What follows belongs to an exercise in optimizing a design on an open flow for small area, a short achievable clock period and few clock cycles per item; a production flow would make more cautious choices.
The RTL of this run was laid out without a check of its function.
Power figures rest on the tool's default switching activity, not on a simulated workload.

## flow/config.mk

```make
export PLATFORM = sky130hd
export DESIGN_NAME = apg_addr
export DESIGN_NICKNAME = apg_addr
export VERILOG_FILES = /design/flow/design.v
export SDC_FILE = /design/flow/constraint.sdc
export NUM_CORES = 8
export LEC_CHECK = 0
export ABC_AREA = 1
export CAP_MARGIN = 20
export CORE_MARGIN = 2
export CORE_UTILIZATION = 60
export SLEW_MARGIN = 20
```

## flow/run.sh

```bash
#!/bin/bash
# synth_recipe.tcl (not shown) runs the flow's synth.tcl, then flattens the netlist and writes it again
# the make line also repeats each setting of config.mk as NAME=value (left out here)
make -C /OpenROAD-flow-scripts/flow DESIGN_CONFIG=/design/flow/config.mk WORK_HOME=/design/flow/orfs CLKGATE_MAP_FILE= SYNTH_SCRIPT=/design/flow/synth_recipe.tcl finish
```

## flow/design.v

```verilog
module apg_add35 (
    input  wire [34:0] a,
    input  wire [34:0] b,
    input  wire        cin,
    input  wire        kill,
    output wire [34:0] s
);
    wire [35:0] c;
    assign c[0] = cin;
    genvar k;
    generate
        for (k = 0; k < 35; k = k + 1) begin : g
            wire ck = c[k] & ~kill;
            assign s[k]   = a[k] ^ b[k] ^ ck;
            assign c[k+1] = (a[k] & b[k]) | (a[k] & ck) | (b[k] & ck);
        end
    endgenerate
endmodule
module apg_ge32 (
    input  wire [31:0] a,
    input  wire [31:0] b,
    output wire        ge
);
    wire [32:0] c;
    assign c[0] = 1'b1;
    genvar k;
    generate
        for (k = 0; k < 32; k = k + 1) begin : g
            assign c[k+1] = (a[k] & ~b[k]) | (a[k] & c[k]) | (~b[k] & c[k]);
        end
    endgenerate
    assign ge = c[32];
endmodule
module apg_unit (
    input  wire        clk,
    input  wire        rst,
    input  wire        x_c,       
    input  wire        x_ext,     
    input  wire        x_i,       
    input  wire        x_max,     
    input  wire        y_f,       
    input  wire        y_w,       
    input  wire        y_i,       
    input  wire        y_b,       
    input  wire        y_o,       
    input  wire        y_d,       
    input  wire        y_min,     
    input  wire        y_sx,      
    input  wire        y_inv,     
    input  wire        cin,
    input  wire        kill,      
    input  wire [15:0] fld,
    input  wire [31:0] wdata,
    input  wire [31:0] other_c,
    input  wire [33:0] dreg,
    input  wire        c_we,      
    input  wire        ext_we,    
    input  wire        b_we,
    input  wire        i_we,
    input  wire        min_we,    
    input  wire        max_we,    
    output reg  [31:0] c,
    output reg  [31:0] b,
    output reg  [31:0] i,
    output wire [34:0] sum,
    output wire        ge,        
    output wire        le,        
    output wire        inr        
);
    reg [31:0] mn, mx;
    reg [1:0]  ext;
    reg        gef, lef;
    wire [34:0] xv = ({35{x_c}} & {{x_ext & ext[1]}, {2{x_ext}} & ext, c}) |
                     ({35{x_i}} & {3'b000, i}) |
                     ({35{x_max}} & {3'b000, mx});
    wire [31:0] fext = {{16{fld[15]}}, fld};
    wire [31:0] y32  = ({32{y_f}} & fext) | ({32{y_w}} & wdata) |
                       ({32{y_i}} & i) | ({32{y_b}} & b) | ({32{y_o}} & other_c) |
                       ({32{y_d}} & dreg[31:0]) | ({32{y_min}} & mn);
    wire [34:0] yraw = {{2{y_sx & y32[31]}} | ({2{y_d}} & {1'b0, dreg[33]}) ,
                        (y_sx & y32[31]) | (y_d & dreg[32]), y32};
    wire [34:0] yv = yraw ^ {35{y_inv}};
    apg_add35 u_add (.a(xv), .b(yv), .cin(cin), .kill(kill), .s(sum));
    apg_ge32  u_ge  (.a(sum[31:0]), .b(mn), .ge(ge));
    apg_ge32  u_le  (.a(mx), .b(sum[31:0]), .ge(le));
    assign inr = gef & lef;
    always @(posedge clk) begin
        if (rst) begin
            c <= 32'h0; b <= 32'h0; i <= 32'h0;
            mn <= 32'h0; mx <= 32'hFFFF_FFFF;
            gef <= 1'b1; lef <= 1'b1;
        end else begin
            if (c_we) begin
                c   <= sum[31:0];
                gef <= ge;
                lef <= le;
            end
            if (b_we) b <= sum[31:0];
            if (i_we) i <= sum[31:0];
            if (min_we) begin
                mn  <= wdata;
                gef <= ~sum[34];
            end
            if (max_we) begin
                mx  <= wdata;
                lef <= sum[34];
            end
        end
        if (ext_we) ext <= sum[33:32];
    end
endmodule
module apg_addr (
    input  wire        clk,
    input  wire        rst,
    input  wire        cmd_valid,
    output wire        cmd_ready,
    input  wire [1:0]  cmd_type,
    input  wire [47:0] cmd_data,
    output reg         res_valid,
    output reg         res_fault,
    output wire [1:0]  res_stat,
    output wire [31:0] res_xc,
    output wire [31:0] res_yc,
    output wire [31:0] res_xb,
    output wire [31:0] res_yb,
    output wire [31:0] res_xi,
    output wire [31:0] res_yi
);
    reg        ev;
    reg [1:0]  et;
    reg [47:0] ed;
    reg        rdy;
    reg        busy;
    assign cmd_ready = rdy;
    reg [1:0]  pe;       
    reg [1:0]  pk;       
    reg [1:0]  pdir;     
    reg        pc;       
    reg        ct;       
    reg        cdir;     
    reg        cw;       
    reg [1:0]  es;       
    reg [33:0] dreg;     
    reg        xr, yr;   
    wire act   = ev & ~busy;
    wire isvec = act & (et == 2'd0);
    wire iswr  = act & (et == 2'd1);
    wire isst  = act & (et == 2'd2);
    wire [7:0]  off = ed[39:32];
    wire wr_stat = iswr & (off == 8'h04);
    wire [1:0] wr_c   = {iswr & (off == 8'h30), iswr & (off == 8'h10)};
    wire [1:0] wr_b   = {iswr & (off == 8'h34), iswr & (off == 8'h14)};
    wire [1:0] wr_min = {iswr & (off == 8'h38), iswr & (off == 8'h18)};
    wire [1:0] wr_max = {iswr & (off == 8'h3C), iswr & (off == 8'h1C)};
    wire [1:0] wr_i   = {iswr & (off == 8'h40), iswr & (off == 8'h20)};
    wire [23:0] op [0:1];
    assign op[0] = ed[47:24];
    assign op[1] = ed[23:0];
    wire [1:0] ill, cry, wrp;
    wire [1:0] o_inc, o_dec, o_add, o_sub, o_load, o_swap, o_xor, o_ldi, o_addi, o_save;
    wire [1:0] s0, s1, s2, s3;
    genvar u;
    generate
        for (u = 0; u < 2; u = u + 1) begin : dec
            wire [3:0] code = op[u][23:20];
            wire [1:0] src  = op[u][19:18];
            assign wrp[u] = op[u][17];
            assign cry[u] = op[u][16];
            assign o_inc[u]  = code == 4'h1;
            assign o_dec[u]  = code == 4'h2;
            assign o_add[u]  = code == 4'h3;
            assign o_sub[u]  = code == 4'h4;
            assign o_load[u] = code == 4'h5;
            assign o_swap[u] = code == 4'h6;
            assign o_xor[u]  = code == 4'h7;
            assign o_ldi[u]  = code == 4'h8;
            assign o_addi[u] = code == 4'h9;
            assign o_save[u] = code == 4'hA;
            wire noopnd = (code == 4'h0) | o_inc[u] | o_dec[u] | o_swap[u] | o_save[u];
            assign ill[u] = (code > 4'hA) | (noopnd & ((src != 2'b00) | (op[u][15:0] != 16'h0)));
            assign s0[u] = src == 2'd0;
            assign s1[u] = src == 2'd1;
            assign s2[u] = src == 2'd2;
            assign s3[u] = src == 2'd3;
        end
    endgenerate
    wire fault = ill[0] | ill[1] | (cry[0] & cry[1]);
    wire xv    = isvec & ~fault;           
    wire        fix   = busy & (pe[0] | pe[1]);
    wire        wu    = ~pe[0];            
    wire        fk    = wu ? pk[1] : pk[0];
    wire        fdir  = wu ? pdir[1] : pdir[0];
    wire        carry = busy & ~pe[0] & ~pe[1] & pc;
    wire        f_bnd = fix & fk;          
    wire        f_set = fix & ~fk & (es == 2'd0);
    wire        f_it  = fix & ~fk & (es != 2'd0);
    wire [34:0] sum [0:1];
    wire [1:0]  ge, le, inr;
    wire [31:0] cq [0:1];
    wire [31:0] bq [0:1];
    wire [31:0] iq [0:1];
    wire [1:0] uses_opnd = o_add | o_sub | o_load | o_xor | o_ldi | o_addi;
    wire [1:0] step      = o_inc | o_dec | o_add | o_sub;
    wire [1:0] ge35, le35, inwin;
    wire [1:0] need, up, cy_up, cy_dn;
    generate
        for (u = 0; u < 2; u = u + 1) begin : un
            wire on_fix   = fix & (wu == u);
            wire on_bnd   = f_bnd & (wu == u);
            wire on_set   = f_set & (wu == u);
            wire on_it    = f_it & (wu == u);
            wire on_cy    = carry & (ct == u);
            wire x_c   = xv & (step[u] | o_xor[u] | o_save[u]) | wr_min[u] | wr_max[u] |
                         on_it | on_cy;
            wire x_ext = on_it;
            wire x_i   = xv & o_addi[u];
            wire x_max = on_set | (on_bnd & ~fdir);
            wire y_f   = xv & uses_opnd[u] & s0[u];
            wire y_i   = xv & uses_opnd[u] & s1[u];
            wire y_b   = xv & uses_opnd[u] & s2[u] | isst;
            wire y_o   = xv & (uses_opnd[u] & s3[u] | o_swap[u]);
            wire y_w   = wr_c[u] | wr_b[u] | wr_i[u] | wr_min[u] | wr_max[u];
            wire y_d   = on_it;
            wire y_min = on_set | (on_bnd & fdir);
            wire y_sx  = xv & (o_add[u] | o_sub[u]);
            wire y_inv = xv & (o_dec[u] | o_sub[u]) | wr_min[u] | wr_max[u] | on_set |
                         (on_it & fdir) | (on_cy & ~cdir);
            wire cin   = xv & (o_inc[u] | o_sub[u]) | wr_min[u] | on_set |
                         (on_it & ~fdir) | (on_cy & cdir);
            wire kill  = xv & o_xor[u];
            wire acc = ~dreg[33] & (fdir ? ge35[u] : le35[u]);
            wire c_we  = xv & (step[u] | o_load[u] | o_swap[u] | o_xor[u]) | wr_c[u] | isst |
                         on_bnd | (on_it & acc) | on_cy;
            wire ext_we = xv | (on_it & acc);
            apg_unit u_unit (
                .clk(clk), .rst(rst),
                .x_c(x_c), .x_ext(x_ext), .x_i(x_i), .x_max(x_max),
                .y_f(y_f), .y_w(y_w), .y_i(y_i), .y_b(y_b), .y_o(y_o), .y_d(y_d), .y_min(y_min),
                .y_sx(y_sx), .y_inv(y_inv), .cin(cin), .kill(kill),
                .fld(op[u][15:0]), .wdata(ed[31:0]), .other_c(cq[1-u]), .dreg(dreg),
                .c_we(c_we), .ext_we(ext_we), .b_we(xv & o_save[u] | wr_b[u]),
                .i_we(xv & (o_ldi[u] | o_addi[u]) | wr_i[u]),
                .min_we(wr_min[u]), .max_we(wr_max[u]),
                .c(cq[u]), .b(bq[u]), .i(iq[u]),
                .sum(sum[u]), .ge(ge[u]), .le(le[u]), .inr(inr[u])
            );
            wire [34:0] s = sum[u];
            assign ge35[u]  = ~s[34] & (s[33] | s[32] | ge[u]);
            assign le35[u]  = s[34] | (~s[33] & ~s[32] & le[u]);
            assign inwin[u] = ~s[34] & ~s[33] & ~s[32] & ge[u] & le[u];
            wire wm = (on_cy ? cw : wrp[u]) & inr[u];
            assign need[u] = wm & ~inwin[u];
            assign up[u]   = ~s[34] & (s[33] | s[32] | ~le[u]);
            assign cy_up[u] = cry[u] & step[u] & (wm ? need[u] & up[u] : ~s[34] & (s[33] | s[32]));
            assign cy_dn[u] = cry[u] & step[u] & (wm ? need[u] & ~up[u] : s[34]);
        end
    endgenerate
    wire [1:0] v_need = {xv & step[1] & need[1], xv & step[0] & need[0]};
    wire [1:0] v_rerr = {xv & step[1] & wrp[1] & ~inr[1], xv & step[0] & wrp[0] & ~inr[0]};
    wire       v_cy   = xv & (cy_up[0] | cy_dn[0] | cy_up[1] | cy_dn[1]);
    wire       v_more = (v_need[0] | v_need[1] | v_cy);
    wire        it_acc  = wu ? (~dreg[33] & (fdir ? ge35[1] : le35[1]))
                             : (~dreg[33] & (fdir ? ge35[0] : le35[0]));
    wire        it_done = it_acc & (wu ? inwin[1] : inwin[0]);
    wire        fix_done = f_bnd | (f_it & it_done);
    wire        cy_need  = carry & (ct ? need[1] : need[0]);
    wire        cy_rerr  = carry & cw & ~(ct ? inr[1] : inr[0]);
    wire [1:0]  pe_b = {pe[1] & ~(fix & wu & fix_done), pe[0] & ~(fix & ~wu & fix_done)} |
                       {cy_need & ct, cy_need & ~ct};
    wire        pc_b = pc & ~carry;
    wire        b_more = pe_b[0] | pe_b[1] | pc_b;
    always @(posedge clk) begin
        if (rst) begin
            ev <= 1'b0;
            rdy <= 1'b1;
            busy <= 1'b0;
            res_valid <= 1'b0;
            res_fault <= 1'b0;
            xr <= 1'b0;
            yr <= 1'b0;
            es <= 2'd0;
        end else begin
            if (rdy) begin
                ev <= cmd_valid;
                et <= cmd_type;
                ed <= cmd_data;
            end
            res_valid <= 1'b0;
            if (!busy) begin
                if (act) begin
                    res_fault <= isvec & fault;
                    if (v_more) begin
                        busy <= 1'b1;
                        rdy  <= 1'b0;
                    end else begin
                        res_valid <= 1'b1;
                    end
                end
                pe   <= v_need;
                pk   <= step & ~(o_add | o_sub);
                pdir <= up;
                pc   <= v_cy;
                ct   <= cy_up[0] | cy_dn[0];
                cdir <= cy_up[0] | cy_up[1];
                cw   <= (cy_up[0] | cy_dn[0]) ? wrp[1] : wrp[0];
                if (v_rerr[0] | wr_stat & ed[0]) xr <= v_rerr[0];
                if (v_rerr[1] | wr_stat & ed[1]) yr <= v_rerr[1];
            end else begin
                pe <= pe_b;
                if (cy_need) begin
                    if (ct) begin pk[1] <= 1'b1; pdir[1] <= cdir; end
                    else    begin pk[0] <= 1'b1; pdir[0] <= cdir; end
                end
                pc <= pc_b;
                if (cy_rerr & ~ct) xr <= 1'b1;
                if (cy_rerr &  ct) yr <= 1'b1;
                if (f_set) es <= 2'd1;
                else if (f_it) begin
                    if (it_done) es <= 2'd0;
                    else if (es == 2'd1 && !it_acc) es <= 2'd2;
                end
                if (!b_more) begin
                    busy <= 1'b0;
                    rdy <= 1'b1;
                    res_valid <= 1'b1;
                end
            end
        end
        if (f_set)
            dreg <= wu ? sum[1][33:0] : sum[0][33:0];
        else if (es == 2'd1 && it_acc && !it_done)
            dreg <= {dreg[32:0], 1'b1};
        else
            dreg <= {1'b0, dreg[33:1]};
    end
    assign res_stat = {yr, xr};
    assign res_xc = cq[0];
    assign res_yc = cq[1];
    assign res_xb = bq[0];
    assign res_yb = bq[1];
    assign res_xi = iq[0];
    assign res_yi = iq[1];
endmodule
```

## flow/constraint.sdc

```tcl
create_clock -name core_clock -period 150.0 [get_ports {clk}]
set_input_delay 30.0000 -clock core_clock [delete_from_list [all_inputs] [get_ports {clk}]]
set_output_delay 30.0000 -clock core_clock [all_outputs]
set_load 0.01 [all_outputs]
```

==> run notes <==
- Slew at the pin with the worst max-slew slack: 1.14 ns
- Setup TNS: 0 ns
- Post_cts resized: 0
- Rel. slew slack: 0.236
- Vias: 25500
- Synth Cell Area: 24300 um^2
- Die area: 42100 um^2
- Synthesis-to-finish area growth: 18.2%
- Fmax: 31.2 MHz
- Worst-Skew Late Latency: 0.61 ns
- Port bufs: 249
- H-tree level count: 2
- Final setup fails: 0
- Average routed wire per standard cell: 23.6 um
- Area inside the core boundary: 39800 um^2
- Yosys warnings: 2
- Die height: 205 um
- Drt drc: 0
- Largest net degree at the start of global routing: 170
- Routed Antenna Nets: 0
- Worst-path fanout max: 169
- Ant diodes: 0
- Sequential share of the synthesized area: 0.381
- Worst-case clock skew: 0.0219 ns
- DP Wirelength: 63.7 mm
- Worst Reg-to-Reg Cells: 123
- Clk root buf: clkbuf_16
- Post-synth EDFFs: 64
- Placed cell areas: 27000 um^2
- Arrival time worst endpoint: 32.57 ns
- Ys async rst share: 0
- Outcome: complete, no violations
- Synth Net Count: 3362
- Gr ovfl total: 0
- Vias in the first global route: 24500
- Post-synthesis register bit count: 431
- GPL Wtd Cong: 0.995
- Final Core Density: 0.721
- CP Class: in2reg
- GR Util All Layers: 0.435
- Final instance area: 28700 um^2
- Maximum VDD drop: 0.00000872 V
- Post-CTS setup buffers: 0
- CP Capture Type: flop
- Period minus WS final: 32.05 ns
- # nets final: 3502
- Worst hold path class: reg2reg
- Power Density: 8.97 nW/um^2
- Syn Inst Count: 3241
- Reg clk slew, reported paths: 0.06 ns
- Critical Path RT: 150.52 ns
- CTS buffer count: 47
- Total power: 0.000258 W
- Clock Tree Buf Depth: 3
- Initial core utilization: 0.611
- Share of layout cells above drive strength 1: 0.0620
- CTS sink count: 431
- CP startpoint kind: input port
- TritonRoute pass-1 iters: 7
- Distinct cells, synth: 58
- WL final: 93.3 mm
- Initial DRC count: 3451
- TritonCTS clock tree: yes
- Via density: 6.47
- Hold path cells: 2
- RSZ-0062 raised after global routing: no
- Ports: 250
- Leak Pwr: 12.0 nW
- Crit share post-route: 0.214
- Cell Rows: 73
- Synth Flop Type: dfxtp_1
- Count of final hold-check violations: 0
- Cell count after placement: 3857
- Post-route insts no fill: 3945
- Die X: 205 um
- Max_cap viols: 0
- Slew Viols, Final: 0
- Avg Cell Area, Syn: 7.50 um^2
- Antenna violations before repair: 2
- Hold buffers post-CTS: 0
- First-pass GRT wire length: 141 mm
==> cell usage in the layout (no fill, tap or decap), drive strengths merged, types with 2 or more instances in the layout <==
cell type,netlist,routed
a221oi,17,17
nor3,16,16
a21oi,342,342
dfxtp,367,367
clkdlybuf4s50,0,248
xor2,65,65
nor4,5,5
a22o,6,6
nor2,195,195
bufinv,0,3
inv,572,573
a211oi,49,49
clkinvlp,0,3
clkinv,0,12
buf,41,41
edfxtp,64,64
o31ai,3,3
or2,2,2
and3,2,2
nand4,18,18
o221ai,101,101
fa,68,68
xnor2,6,6
clkbuf,157,69
nand2,490,490
o2111ai,21,21
o21ai,310,310
o211ai,99,99
nand3,62,62
a22oi,2,2
o22ai,153,153
==> synth_stat cells (3+ instances only) <==
library cell | number | area [um^2]
nand2_2 | 4 | 25.0
nand2_4 | 3 | 33.8
o211ai_1 | 97 | 728
nor4_1 | 5 | 31.3
nor2_1 | 183 | 687
a21oi_2 | 7 | 61.3
buf_6 | 6 | 67.6
nand4_1 | 17 | 106
a21oi_1 | 335 | 1680
nor2_2 | 6 | 37.5
nand2_1 | 483 | 1810
buf_4 | 4 | 30.0
a211oi_1 | 47 | 353
o2111ai_1 | 21 | 184
a221oi_1 | 17 | 149
inv_1 | 549 | 2060
buf_1 | 15 | 56.3
o221ai_1 | 100 | 876
edfxtp_1 | 64 | 1920
buf_2 | 14 | 70.1
inv_2 | 21 | 78.8
nand3_2 | 5 | 50.1
clkbuf_1 | 156 | 586
o22ai_1 | 153 | 957
o21ai_0 | 273 | 1370
xnor2_1 | 6 | 52.6
fa_1 | 68 | 1360
dfxtp_1 | 367 | 7350
nor3_2 | 3 | 30.0
o21ai_1 | 35 | 175
nor3_1 | 12 | 60.1
nor2_4 | 6 | 67.6
a22o_1 | 6 | 52.6
nand3_1 | 57 | 285
xor2_1 | 64 | 561
==> flip-flops by register name, summed over array words and instances (netlist names), 4 cells and up <==
name / flops
un.u_unit.ext: 4
ed: 48
un.u_unit.c: 64
dreg: 34
un.u_unit.i: 64
un.u_unit.mx: 64
un.u_unit.mn: 64
un.u_unit.b: 64
==> per-layer routing <==
layer,routed length [um],part of all wire,GRT usage
met3,11500,0.12,0.101
met5,29,0.00031,0
met1,33800,0.36,0.544
met2,41500,0.44,0.679
met4,6460,0.069,0.277
==> final cells by class <==
| class | count | area (um^2) |
|---|---|---|
| Clock buffer | 69 | 1480 |
| Inverter | 572 | 2160 |
| Timing Repair Buffer | 289 | 2790 |
| Fill cell | 3240 | 11100 |
| Sequential cell | 431 | 9270 |
| Clock inverter | 19 | 195 |
| Tap cell | 525 | 657 |
| Multi-Input combinational cell | 2040 | 12200 |
==> stage by stage <==
step                setup WS (ns)  hold WS [ns]
floorplan                  117.02         0.446
global placement           117.40         0.461
detailed placement         117.27         0.467
CTS                        117.84         0.482
global route               117.88         0.520
finish                     117.95         0.485
==> final timing paths <==
kind / from / to / slack, ns
setup reg to reg: busy$_SDFF_PP0_ / un[0].u_unit.c[6]$_SDFFE_PP0P_ / 125.04
hold / removal: un[1].u_unit.mx[0]$_SDFFE_PP1P_ / un[1].u_unit.mx[0]$_SDFFE_PP1P_ / 0.49
setup / recovery: rst / un[0].u_unit.b[5]$_SDFFE_PP0P_ / 117.95
hold reg to reg: un[1].u_unit.mx[0]$_SDFFE_PP1P_ / un[1].u_unit.mx[0]$_SDFFE_PP1P_ / 0.49
==> power by group <==
group	leakage [nW]	internal (W)	switching, W
Clock	0.829	0.0000739	0.0000505
Sequential	3.60	0.000119	0.00000282
Combinational	7.60	0.00000405	0.00000733
==> worst max-delay path, cell delays in order <==
cell and delay (ns):
buf_2 0.10, buf_4 0.24, inv_6 0.81, buf_6 0.75, o21ai_0 0.27, a21oi_1 0.20
==> logic make-up after synthesis <==
group / share of synthesized area
AO/OA/AOI/OAI: 0.277
multiplexers: 0.000566
AND/OR/NAND/NOR: 0.136
flip-flops: 0.381
XOR/XNOR: 0.0259
buffers and inverters: 0.123
adder cells (fa/ha/maj): 0.0560

## separate check: timing with driven ports
In the flow no input, the clock included, has a driving cell. The finished layout below was timed again as built, in two steps.
Step 1: set_driving_cell puts a clkbuf_16 on clk and a buf_2 on each other input, an assumption about the parent block.
Step 2 also shifts input and output timing later by t, the mid clock arrival at the registers, as if the neighbouring blocks saw the same clock.
Three values: no drivers, after step 1, after step 2; two values: the first two.
shift t [ns]: 0.662
setup slack, ns: 117.948 / 117.991 / 117.329
hold slack, ns: 0.485 / 0.485 / 0.485
worst data-port slew with drivers (ns): 0.05
After both steps this run still meets setup and hold. The setup slack of this run moves by +0.043 ns with the drivers and by -0.619 ns with both steps.
